Background: an optimization exercise with open tools, aiming at small area, a short achievable clock period and few clock cycles per item. Do not read the settings as production practice. Function was checked by simulation only, so behaviour that the tests miss may differ from the original.

Setup of the reference run:
// jet_sample
module jet_sample (
    input  wire        clk,
    input  wire        rst,
    input  wire        in_valid,
    output wire        in_ready,
    input  wire [39:0] tap0,
    input  wire [39:0] tap1,
    input  wire [39:0] tap2,
    input  wire [39:0] tap3,
    input  wire [7:0]  fx,
    input  wire [7:0]  fy,
    input  wire [3:0]  outside,       
    input  wire        edge_clamp,    
    input  wire [1:0]  matrix,        
    input  wire        range_full,    
    input  wire [1:0]  alpha_mode,    
    input  wire        occ_opaque,    
    input  wire [10:0] plane_alpha,   
    output reg         out_valid,
    output reg  [9:0]  r_code,
    output reg  [9:0]  g_code,
    output reg  [9:0]  b_code,
    output reg  [19:0] alpha_p        
);
For scale: roughly 10,000 cells after synthesis, roughly 0.099 mm² of cells after synthesis.
==> flow/config.mk <==
export PLATFORM = sky130hd
export DESIGN_NAME = jet_sample
export DESIGN_NICKNAME = jet_sample
export VERILOG_FILES = /design/flow/design.v
export SDC_FILE = /design/flow/constraint.sdc
export NUM_CORES = 4
export LEC_CHECK = 0
export ABC_AREA = 1
export CAP_MARGIN = 20
export CORE_MARGIN = 2
export CORE_UTILIZATION = 50
export SLEW_MARGIN = 20
==> flow/constraint.sdc <==
create_clock -name core_clock -period 28.0 [get_ports {clk}]
set_input_delay 5.6000 -clock core_clock [delete_from_list [all_inputs] [get_ports {clk}]]
set_output_delay 5.6000 -clock core_clock [all_outputs]
set_load 0.01 [all_outputs]
standard.sh (not shown) runs the stock make flow with config.mk's settings and CLKGATE_MAP_FILE= SYNTH_SCRIPT=/design/flow/synth_recipe.tcl, a recipe that flattens the netlist after the stock synthesis.
==> flow/flow/run.sh <==
#!/bin/bash
# Layout flow: the standard layout (standard.sh) with these changes.
#  - Yosys's synth runs with -noabc, so full adders are extracted from the
#    RTL's own adder structure before any ABC pass (fewer inverters); the
#    registers and the rest of synthesis are as in the standard flow.
#  - repair_timing aims for 21 ns of setup slack on the design's 28 ns
#    clock, i.e. it works on every path longer than 7 ns.
#  - every input and output port still gets its own buffer, but a
#    sky130_fd_sc_hd__buf_1 instead of a delay buffer; repair resizes the
#    ones on critical paths.
#  - pin placement constraints (flow/io.tcl): inputs on the left edge,
#    outputs on the right edge, clock in the middle of the bottom edge.
#  - clock tree synthesis with the standard arguments but no dummy loads.
# The clock period, SDC and every other setting are the design's.
set -euo pipefail
bash standard.sh SYNTH_ARGS=-noabc SETUP_SLACK_MARGIN=21 \
  "BUFFER_PORTS_ARGS=-buffer_cell sky130_fd_sc_hd__buf_1" \
  "IO_CONSTRAINTS=$PWD/flow/io.tcl" \
  "CTS_ARGS=-sink_clustering_enable -repair_clock_nets -dont_use_dummy_load" \
  finish > standard.log 2>&1
==> flow/flow/io.tcl <==
# Pin placement: the design is a pipeline, so its data inputs go on the left
# edge and its outputs on the right edge, with the clock in the middle of the
# bottom edge, where the clock tree can reach every register in fewer steps.
set data_in {}
set data_out {}
foreach p [get_ports *] {
  set n [get_name $p]
  if { $n == "clk" } { continue }
  if { [get_property $p direction] == "input" } {
    lappend data_in $n
  } else {
    lappend data_out $n
  }
}
set_io_pin_constraint -pin_names {clk} -region bottom:230-245
set_io_pin_constraint -pin_names $data_in -region left:*
set_io_pin_constraint -pin_names $data_out -region right:*
Per the final summary, the reference run finished and its layout is clean on timing, DRC and antenna.
Testbench counts of the reference run, summed over its fixed seeds: cycles 16,040, samples 16,000.
### the reference run -> the trial run
diff --git a/flow/flow/run.sh b/flow/flow/run.sh
--- a/flow/flow/run.sh
+++ b/flow/flow/run.sh
@@ -11,10 +11,7 @@
 #  - pin placement constraints (flow/io.tcl): inputs on the left edge,
 #    outputs on the right edge, clock in the middle of the bottom edge.
-#  - clock tree synthesis with the standard arguments but no dummy loads.
 # The clock period, SDC and every other setting are the design's.
 set -euo pipefail
 bash standard.sh SYNTH_ARGS=-noabc SETUP_SLACK_MARGIN=21 \
   "BUFFER_PORTS_ARGS=-buffer_cell sky130_fd_sc_hd__buf_1" \
-  "IO_CONSTRAINTS=$PWD/flow/io.tcl" \
-  "CTS_ARGS=-sink_clustering_enable -repair_clock_nets -dont_use_dummy_load" \
-  finish > standard.log 2>&1
+  "IO_CONSTRAINTS=$PWD/flow/io.tcl" finish > standard.log 2>&1
### Flow results
- Any difference in routed wire length between the reference run and the trial run is small enough to ignore.
- Of the trial run and the reference run, the lower maximum achievable frequency belongs to the reference run.
- Setup slack (the trial run over the reference run): increase, 0.027 ns
- Design area for the trial run: 0.86% up relative to the reference run

========
jet_sample, a different RTL version from the one above (not shown whole).
Size in the first run: roughly 10,000 cells after synthesis, ~250 I/O pins.
Settings: LEC_CHECK=0, CAP_MARGIN=20, CORE_MARGIN=2, CORE_UTILIZATION=50, SLEW_MARGIN=20; clock period 28.0 ns.
==> flow/flow/run.sh <==
#!/bin/bash
# Layout flow: the standard layout (standard.sh) with these changes.
#  - Yosys's synth runs with -noabc, so full adders are extracted from the
#    RTL's own adder structure before any ABC pass (fewer inverters); the
#    registers and the rest of synthesis are as in the standard flow.
#  - repair_timing aims for 21 ns of setup slack on the design's 28 ns
#    clock, i.e. it works on every path longer than 7 ns.
#  - every input and output port still gets its own buffer, but a
#    sky130_fd_sc_hd__buf_1 instead of a delay buffer; repair resizes the
#    ones on critical paths.
# The clock period, SDC and every other setting are the design's.
set -euo pipefail
bash standard.sh SYNTH_ARGS=-noabc SETUP_SLACK_MARGIN=21 \
  "BUFFER_PORTS_ARGS=-buffer_cell sky130_fd_sc_hd__buf_1" finish > standard.log 2>&1
The first run finished clean.
Testbench counts at the start, summed over its fixed seeds: cycles 16,040, samples 16,000.
Next try:
- ABC_AREA: not set -> 1
The changed run passed the timing, DRC and antenna checks. Cell area came out lower by 2.2%. Cell count came out higher by 8.2%. Core utilization came out lower by 1.7 points. Sequential share of layout area came out higher by 0.19 points. Global-route usage came out higher by 1.3 points. Hold slack gets better by 11 ps. Routed wire length came out higher by 3.1%. Die area came out higher by 0.70%.
Next try:
- CORE_UTILIZATION: 50 -> 55
Result: The new run completed without violations. Critical path depth is unchanged. First-iteration DRC count goes up by 0.63%. Via count went up by 0.66%.

========
jet_sample, a different RTL version from the one above (not shown whole).
For scale: ~720 flip-flops, about 100000 sq um of cells after synthesis.
clock: 28.0 ns
lec_check: 0
cap_margin: 20
core_margin: 2
core_utilization: 45
slew_margin: 20
Scripts as last shown in full above: flow/flow/run.sh
Testbench counts at the start, summed over its fixed seeds: cycles 16,040, samples 16,000.
Rerun with:
--- a/flow/flow/run.sh
+++ b/flow/flow/run.sh
@@ -9,6 +9,9 @@
 #    sky130_fd_sc_hd__buf_1 instead of a delay buffer; repair resizes the
 #    ones on critical paths.
+#  - pin placement constraints (flow/io.tcl): inputs on the left edge,
+#    outputs on the right edge, clock in the middle of the bottom edge.
 # The clock period, SDC and every other setting are the design's.
 set -euo pipefail
 bash standard.sh SYNTH_ARGS=-noabc SETUP_SLACK_MARGIN=21 \
-  "BUFFER_PORTS_ARGS=-buffer_cell sky130_fd_sc_hd__buf_1" finish > standard.log 2>&1
+  "BUFFER_PORTS_ARGS=-buffer_cell sky130_fd_sc_hd__buf_1" \
+  "IO_CONSTRAINTS=$PWD/flow/io.tcl" finish > standard.log 2>&1
==> flow/flow/io.tcl (new file) <==
# Pin placement: the design is a pipeline, so its data inputs go on the left
# edge and its outputs on the right edge, with the clock in the middle of the
# bottom edge, where the clock tree can reach every register in fewer steps.
set data_in {}
set data_out {}
foreach p [get_ports *] {
  set n [get_name $p]
  if { $n == "clk" } { continue }
  if { [get_property $p direction] == "input" } {
    lappend data_in $n
  } else {
    lappend data_out $n
  }
}
set_io_pin_constraint -pin_names {clk} -region bottom:230-245
set_io_pin_constraint -pin_names $data_in -region left:*
set_io_pin_constraint -pin_names $data_out -region right:*
Settings changed: ABC_AREA set to 1, CORE_UTILIZATION 45 to 50.
Effect: The changed run finished with timing, DRC and antenna clean. Via count went up by 3.1%. Hold slack is better by 6.6 ps. Wire length is higher by 4.2%.

-- re-timing with driven ports --
How much do the figures lean on ideal ports? The routed layouts below were timed once more, with nothing changed but the port constraints.
Step 1 sets driving cells, clkbuf_16 on the clock port and buf_2 on the other inputs (assumed; they add their load-dependent delay and slew).
Step 2 times the ports against the registers' clock, not the clock port: input delays grow and output delays shrink by t, the midpoint of the rising clock arrivals with the driver on.
a / b / c = no drivers / after step 1 / after step 2; a / b = the first two.
run	t (ns)	slack for setup (ns)	hold WS [ns]	worst setup path at the end	worst register clock-pin slew, ns
the reference run	0.748	21.033 / 20.971 / 21.091	0.298 / 0.298 / 0.298	register to register	0.07 / 0.07
the trial run	0.780	21.060 / 20.998 / 21.103	0.300 / 0.300 / 0.300	register to register	0.07 / 0.07
the first run of note 2	0.824	21.060 / 20.973 / 21.109	0.305 / 0.305 / 0.305	register to register	0.08 / 0.08
the second run of note 2	0.806	21.050 / 20.963 / 21.153	0.316 / 0.316 / 0.316	register to register	0.07 / 0.07
the third run of note 2	0.797	21.068 / 20.981 / 21.154	0.294 / 0.294 / 0.294	register to register	0.07 / 0.07
the first run of note 3	0.824	20.860 / 20.860 / 20.860	0.310 / 0.310 / 0.310	register to register	0.07 / 0.07
the second run of note 3	0.784	21.039 / 20.973 / 21.161	0.317 / 0.317 / 0.317	register to register	0.08 / 0.08
After both steps setup and hold are still met in every run listed.
